Background: an optimization exercise with open tools, aiming at small area and a short achievable clock period. Do not read the settings as production practice. Function was checked by simulation only, so behaviour that the tests miss may differ from the original.

## nr_temporal
module nr_temporal (
    input  wire        clk,
    input  wire        rst,
    input  wire        cfg_we,
    input  wire [5:0]  cfg_addr,
    input  wire [31:0] cfg_wdata,
    input  wire        in_valid,
    input  wire [15:0] in_cur,      
    input  wire [15:0] in_ref,      
    input  wire        in_ref_ok,   
    input  wire [1:0]  in_x,        
    input  wire [1:0]  in_y,        
    output reg         out_valid,
    output reg  [15:0] out_pix
);
    reg [16*17-1:0] nz_e;      
    reg [16*16-1:0] nz_o;      
    reg [5:0]  kspan;     
    reg [7:0]  mg_lo, mg_hi;
    reg        dither;
    reg [1:0]  bsel;      
    reg        cw_rst;
    reg        cw_we;
    reg [5:0]  cw_addr;
    reg [23:0] cw_data;
    always @(posedge clk) begin
        cw_rst  <= rst;
        cw_we   <= cfg_we & ~rst;
        cw_addr <= cfg_addr;
        cw_data <= cfg_wdata[23:0];
    end
    integer n;
    always @(posedge clk) begin
        if (cw_rst) begin
            for (n = 0; n < 17; n = n + 1)
                nz_e[16*n +: 16] <= 16'd16;
            for (n = 0; n < 16; n = n + 1)
                nz_o[16*n +: 16] <= 16'd16;
            kspan  <= 6'd48;
            mg_lo  <= 8'd32;
            mg_hi  <= 8'd64;
            dither <= 1'b0;
            bsel   <= 2'd2;
        end else if (cw_we) begin
            for (n = 0; n < 17; n = n + 1)
                if (cw_addr == 2 * n)
                    nz_e[16*n +: 16] <= cw_data[15:0];
            for (n = 0; n < 16; n = n + 1)
                if (cw_addr == 2 * n + 1)
  ...
Size in the first run: ~96 I/O pins, ~57000 sq um of cells after synthesis.
clock: 80.0 ns
lec_check: 0
cap_margin: 5
core_margin: 2
core_utilization: 75
cts_cluster_diameter: 100
cts_cluster_size: 25
slew_margin: 5
standard.sh (not shown) runs the stock make flow with config.mk's settings and CLKGATE_MAP_FILE= SYNTH_SCRIPT=/design/flow/synth_recipe.tcl, a recipe that flattens the netlist after the stock synthesis.
==> flow/flow/run.sh <==
#!/bin/bash
# The standard layout (the standard.sh: standard synthesis and the ORFS
# flow to the final layout), with the input and output port buffers made of
# plain buffers (sky130_fd_sc_hd__buf_2) instead of the resizer's default
# pick. Every port still gets its own buffer.
set -o pipefail
export BUFFER_PORTS_ARGS="-buffer_cell sky130_fd_sc_hd__buf_2"
export CTS_BUF_DISTANCE=400
bash standard.sh finish > standard.log 2>&1
The first run passed the timing, DRC and antenna checks.
Next try:
--- a/flow/flow/run.sh
+++ b/flow/flow/run.sh
@@ -6,4 +6,3 @@
 set -o pipefail
 export BUFFER_PORTS_ARGS="-buffer_cell sky130_fd_sc_hd__buf_2"
-export CTS_BUF_DISTANCE=400
 bash standard.sh finish > standard.log 2>&1
- CTS_CLUSTER_SIZE: 25 -> 30
Effect:
- via count stays flat
- clock-buffer cell count came out lower by 4
- design area hardly moves
- wire length came out lower by about 0.6%
- worst setup slack hardly moves
Next try:
- CAP_MARGIN: 5 -> 10
- CORE_UTILIZATION: 75 -> 55
- CTS_CLUSTER_DIAMETER: 100 -> 80
- SLEW_MARGIN: 5 -> 10
After rerunning:
- The changed run ran to the end with no violations
- die area came out higher by 36%
- via count is lower by 3.3%
- setup slack degrades by 72 ps
- maximum frequency decreases by 0.42%
- core utilization falls by 20 points
- flip-flop and latch count is unchanged
- routed wire length climbs by 7.3%

Starting RTL as in the previous note.
## nr_temporal
module nr_temporal (
    input  wire        clk,
    input  wire        rst,
    input  wire        cfg_we,
    input  wire [5:0]  cfg_addr,
    input  wire [31:0] cfg_wdata,
    input  wire        in_valid,
    input  wire [15:0] in_cur,      
    input  wire [15:0] in_ref,      
    input  wire        in_ref_ok,   
    input  wire [1:0]  in_x,        
    input  wire [1:0]  in_y,        
    output reg         out_valid,
    output reg  [15:0] out_pix
);
    reg [16*17-1:0] nz_e;      
    reg [16*16-1:0] nz_o;      
    reg [5:0]  kspan;     
    reg [7:0]  mg_lo, mg_hi;
    reg        dither;
    reg [1:0]  bsel;      
    reg        cw_rst;
    reg        cw_we;
    reg [5:0]  cw_addr;
    reg [23:0] cw_data;
    always @(posedge clk) begin
        cw_rst  <= rst;
        cw_we   <= cfg_we & ~rst;
        cw_addr <= cfg_addr;
        cw_data <= cfg_wdata[23:0];
    end
    integer n;
    always @(posedge clk) begin
        if (cw_rst) begin
            for (n = 0; n < 17; n = n + 1)
                nz_e[16*n +: 16] <= 16'd16;
            for (n = 0; n < 16; n = n + 1)
                nz_o[16*n +: 16] <= 16'd16;
            kspan  <= 6'd48;
            mg_lo  <= 8'd32;
            mg_hi  <= 8'd64;
            dither <= 1'b0;
            bsel   <= 2'd2;
        end else if (cw_we) begin
            for (n = 0; n < 17; n = n + 1)
                if (cw_addr == 2 * n)
                    nz_e[16*n +: 16] <= cw_data[15:0];
            for (n = 0; n < 16; n = n + 1)
                if (cw_addr == 2 * n + 1)
                    nz_o[16*n +: 16] <= cw_data[15:0];
            if (cw_addr == 6'd33) begin
                if (cw_data[6:0] != 7'd0 && cw_data[6:0] <= 7'd64) begin
                    kspan <= 6'd0 - cw_data[5:0];
                    mg_lo <= cw_data[15:8];
                    mg_hi <= cw_data[23:16];
                end
            end else if (cw_addr == 6'd34)
  ...
clock: 80.0 ns
lec_check: 0
cap_margin: 5
core_margin: 2
core_utilization: 75
cts_cluster_diameter: 60
cts_cluster_size: 20
slew_margin: 5
==> flow/flow/run.sh <==
#!/bin/bash
# The standard layout (the standard.sh: standard synthesis and the ORFS
# flow to the final layout), with the input and output port buffers made of
# plain buffers (sky130_fd_sc_hd__buf_2) instead of the resizer's default
# pick. Every port still gets its own buffer.
set -o pipefail
export BUFFER_PORTS_ARGS="-buffer_cell sky130_fd_sc_hd__buf_2"
bash standard.sh finish > standard.log 2>&1
Change:
- CAP_MARGIN: 5 -> 10
- CORE_UTILIZATION: 75 -> 65
- CTS_CLUSTER_DIAMETER: 60 -> 100
- CTS_CLUSTER_SIZE: 20 -> 25
- GPL_ROUTABILITY_DRIVEN: default -> 0
- GPL_TIMING_DRIVEN: default -> 0
- SLEW_MARGIN: 5 -> 10
After rerunning: The new run finished with timing, DRC and antenna clean. Final cell count increases by 6.2%. Routed wire length increases by 14%. Final area increases by 0.41%.

==> port drivers added, routing unchanged <==
The results above use ideal ports. As a check the final layouts listed here were re-extracted and re-timed, cells and wires unchanged.
Step 1 assumes that a clkbuf_16 drives the clock port and a buf_2 every other input.
Step 2 times the ports against the registers' clock, not the clock port: input delays grow and output delays shrink by t, the midpoint of the rising clock arrivals with the driver on.
Three values: ideal ports, drivers, drivers and shift; two values: the first two.
run | t, ns | slack for setup (ns) | worst register clock-pin slew, ns | worst slew at a driven data input, ns | cell pins on the clock port's net
the first run of note 1 | 0.682 | 62.932 / 62.863 / 63.136 | 0.10 / 0.10 | 0.05 | 1
the second run of note 1 | 0.678 | 62.932 / 62.858 / 63.137 | 0.12 / 0.12 | 0.05 | 1
the third run of note 1 | 0.748 | 62.860 / 62.781 / 63.164 | 0.11 / 0.11 | 0.12 | 1
the first run of note 2 | 0.742 | 62.881 / 62.807 / 63.142 | 0.08 / 0.08 | 0.05 | 1
the second run of note 2 | 0.704 | 62.881 / 62.805 / 62.686 | 0.11 / 0.11 | 0.05 | 1
After both steps every run listed still meets setup and hold. The setup slack of the second run of note 2, which loses most, moves by -0.076 ns with the drivers and by -0.195 ns with both steps.
